What follows belongs to an exercise in optimizing a design on an open flow for small area, a short achievable clock period and few clock cycles; a production flow would make more cautious choices. Function was checked by simulation only, so behaviour that the tests miss may differ from the original. Power and IR drop assume default switching activity.

== run A ==
## cvu
module cvu (
    input  wire        clk,
    input  wire        rst,       
    input  wire        req,
    input  wire        we,
    input  wire [3:0]  addr,      
    input  wire [31:0] wdata,
    output wire        ready,
    output reg         rvalid,
    output reg  [31:0] rdata
);
Size in the first run: roughly 8400 cells after synthesis, roughly 74 I/O pins, ~66000 µm² of cells after synthesis.
Settings: LEC_CHECK=0, CAP_MARGIN=30, CORE_MARGIN=2, CORE_UTILIZATION=30, PLACE_DENSITY=0.5, SLEW_MARGIN=30; clock period 24.0 ns.
standard.sh (not shown) runs the stock make flow with config.mk's settings and CLKGATE_MAP_FILE= SYNTH_SCRIPT=/design/flow/synth_recipe.tcl, a recipe that flattens the netlist after the stock synthesis.
==> flow/flow/run.sh <==
#!/bin/bash
# Standard ORFS layout with two changes to how it is made (constraints are
# unchanged): the port buffers are buf_4 rather than the flow's default pick,
# and repair_timing after CTS and after global routing works towards a setup
# slack of SETUP_SLACK_MARGIN instead of 0.
set -euo pipefail
bash standard.sh "BUFFER_PORTS_ARGS=-buffer_cell sky130_fd_sc_hd__buf_4" \
    SETUP_SLACK_MARGIN=18 finish > orfs_make.log 2>&1
Run A: all stages complete, timing, DRC and antenna checks passed
Testbench counts of run A, summed over its fixed seeds: cycles 3,538.
Input changes introduced in run B (baseline for comparison: run A):
==> flow/flow/run.sh <==
#!/bin/bash
# Standard ORFS layout with two changes to how it is made (constraints are
# unchanged): the port buffers are buf_4 rather than the flow's default pick,
# and the repair_timing after CTS works towards a setup slack of
# SETUP_SLACK_MARGIN instead of 0.  Global and detailed routing then run as
# standard.
set -euo pipefail
PORTS="BUFFER_PORTS_ARGS=-buffer_cell sky130_fd_sc_hd__buf_4"
bash standard.sh "$PORTS" SETUP_SLACK_MARGIN=18 cts > orfs_make_cts.log 2>&1
bash standard.sh "$PORTS" finish > orfs_make_finish.log 2>&1
==> run notes <==
Between run A and run B, the number of buffers outside the clock class in the layout is higher for run A.
[compare] base=run A new=run B: design area fell 1.9%; post-route worst setup slack fell 0.14 ns; peak per-stage delay on the critical path fell 0.11 ns; routed wire length fell 2500 µm.
Diff run A -> run B: clock sink count was more or less identical; final critical-path required period went up 0.14 ns.
Edits applied to the flow inputs when going from run B to run C:
==> flow/flow/run.sh <==
#!/bin/bash
# Standard ORFS layout with two changes to how it is made (constraints are
# unchanged): the port buffers are buf_4 rather than the flow's default pick,
# and repair_timing after CTS and after global routing works towards a setup
# slack of SETUP_SLACK_MARGIN instead of 0.
set -euo pipefail
bash standard.sh "BUFFER_PORTS_ARGS=-buffer_cell sky130_fd_sc_hd__buf_4" \
    SETUP_SLACK_MARGIN=18.4 finish > orfs_make.log 2>&1
Number of antenna violations at the first check in global routing, run B and run C: smaller value in run B. rdata[5] as the capturing element of the worst setup path was reported by run B, and rdata[11] by run C. Summary of the comparison: clock-buffer cell count is lower in run C, relative to run B. Compared to run B, the router laid down more metal wire for run C. Between run B and run C, the sequential share of power is higher for run B. Comparing run B and run C, switching part of the total is higher on run B. Run C vs run B: clock period minus final worst setup slack down. On run C: routed length per placed instance is about 0.8% lower than what run B gave.

== v47 ==
cvu, a different RTL version from the one above (not shown whole).
Size: ~630 flip-flops, roughly 74 I/O pins, about 67000 µm² of cells after synthesis.
make LEC_CHECK=0 CAP_MARGIN=20 CORE_MARGIN=2 CORE_UTILIZATION=30 PLACE_DENSITY=0.5 SLEW_MARGIN=20 finish   # period 24.0 ns
run.sh (not shown) runs the stock make flow with config.mk's settings and CLKGATE_MAP_FILE= SYNTH_SCRIPT=/design/flow/synth_recipe.tcl, a recipe that flattens the netlist after the stock synthesis.
Stock flow here: none of the scripts above is used.
v47: PASS, flow complete, no timing, DRC or antenna violations
Testbench counts of v47, summed over its fixed seeds: cycles 3,538.
The following lists how v37 was set up differently from v47:
Settings: changing CORE_UTILIZATION from 30 to 45; changing SLEW_MARGIN from 20 to 30; changing PLACE_DENSITY from 0.5 to 0.62; changing CAP_MARGIN from 20 to 30.
==> flow/flow/run.sh (new file) <==
#!/bin/bash
# Standard ORFS layout with two changes to how it is made (constraints are
# unchanged): the port buffers are buf_4 rather than the flow's default pick,
# and the repair_timing after CTS works towards a setup slack of
# SETUP_SLACK_MARGIN instead of 0.  Global and detailed routing then run as
# standard.
set -euo pipefail
PORTS="BUFFER_PORTS_ARGS=-buffer_cell sky130_fd_sc_hd__buf_4"
bash standard.sh "$PORTS" SETUP_SLACK_MARGIN=18 cts > orfs_make_cts.log 2>&1
bash standard.sh "$PORTS" finish > orfs_make_finish.log 2>&1
==> flow/standard.sh (new file) <==
#!/bin/bash
# synth_recipe.tcl (not shown) runs the flow's synth.tcl, then flattens the netlist and writes it again
# the make line also repeats each setting of config.mk as NAME=value (left out here)
make -C /OpenROAD-flow-scripts/flow DESIGN_CONFIG=/design/flow/config.mk WORK_HOME=/design/flow/orfs CLKGATE_MAP_FILE= SYNTH_SCRIPT=/design/flow/synth_recipe.tcl "${@:-finish}"
removed: flow/run.sh
Results
Compared with v47, v37 shows a clock tree skew after final layout that is 0.0084 ns lower.
v37: arrival time at the worst endpoint is 0.86 ns lower than what v47 reported.
Compared with v47, v37 shows number of buffer and inverter stages on the critical path lower by 1.
Worst-path maximum fanout went down by more than half going from v47 to v37.
v37 ends up with a aggregate routed wire length that is 1.6% higher than in v47.
Summary of v37 over v47: per-cell routed wire length grew by about 11%, final cycle utilization of the critical path -3.2 points, site row count fell by 32.
In terms of footprint of the flip-flops and latches, v37 and v47 differ only marginally.
Diff v47 -> v37: via count shows an increase of 2398; total power draw increased by 0.00045 W relative to the old numbers.
Here is what was changed in the inputs of v7 compared with v37.
Settings: CORE_UTILIZATION: 45 -> 30; PLACE_DENSITY: 0.62 -> 0.5.
==> comparison <==
- v7 falls short of v37 in wire length after detailed routing.
- Re final standard cell area without fillers: v7 is about 2% up on v37.
- Via count of the first global-routing pass (v7 vs. v37) decreases slightly
- Relative to v37, the clock-buffer cell count measured on v7 has increased by a few percent.
- Sort v7 and v37 by utilization of the core after routing asc -> top: v7
- Looking at tap cell instance count, v7 sits 1045 higher than v37 does.
- Total stage count of the critical path: v7 < v37
- Sequential cell fraction of total power in v7 is 0.5 points lower than in v37
The following lists how v46 was set up differently from v7:
==> flow/flow/run.sh <==
#!/bin/bash
# Standard ORFS layout with two changes to how it is made (constraints are
# unchanged): the port buffers are buf_4 rather than the flow's default pick,
# and repair_timing after CTS and after global routing works towards a setup
# slack of SETUP_SLACK_MARGIN instead of 0.
set -euo pipefail
bash standard.sh "BUFFER_PORTS_ARGS=-buffer_cell sky130_fd_sc_hd__buf_4" \
    SETUP_SLACK_MARGIN=18 finish > orfs_make.log 2>&1
Findings:
- From v7 to v46 the numbers moved as follows: placed cell area stayed essentially flat, final layout net count stayed essentially flat, post-layout total power rose by 0.00019 W, number of combinational gates with multiple inputs stayed essentially flat.
- Against v7, v46 reports a wire length after detailed routing that is higher.
- Setup slack: v46 more than v7
- The higher layout overhead on the synthesized area came out of v46.

[port drivers added, routing unchanged]
Ports are ideal in the flow. The routed layouts listed here were re-timed in OpenROAD.
Step 1, drivers: a clkbuf_16 drives clk and a buf_2 each remaining input, both assumed.
Step 2 also shifts input and output timing later by t, the mid clock arrival at the registers, as if the neighbouring blocks saw the same clock.
Three values: ideal ports, drivers, drivers and shift; two values: the first two.
| run | t, ns | setup slack, ns | worst setup path at the end | clock arrival spread, ns | worst register clock-pin slew, ns |
|---|---|---|---|---|---|
| run A | 0.801 | 17.703 / 17.703 / 17.174 | input to register | 0.075 / 0.074 | 0.08 / 0.08 |
| run B | 0.800 | 17.568 / 17.568 / 17.064 | input to register | 0.074 / 0.074 | 0.08 / 0.08 |
| run C | 0.800 | 17.937 / 17.863 / 17.127 | input to register | 0.069 / 0.069 | 0.08 / 0.08 |
| v47 | 0.848 | 16.500 / 16.500 / 16.258 | input to register | 0.096 / 0.096 | 0.08 / 0.08 |
| v37 | 0.813 | 17.259 / 17.259 / 17.169 | input to register | 0.088 / 0.088 | 0.07 / 0.07 |
| v7 | 0.801 | 17.262 / 17.262 / 17.195 | input to register | 0.081 / 0.081 | 0.07 / 0.07 |
| v46 | 0.801 | 17.796 / 17.796 / 17.332 | input to register | 0.082 / 0.082 | 0.07 / 0.07 |
After both steps setup and hold are still met in every run listed. For run C, which loses most, drivers alone change the setup slack by -0.074 ns; drivers and shift together by -0.810 ns.
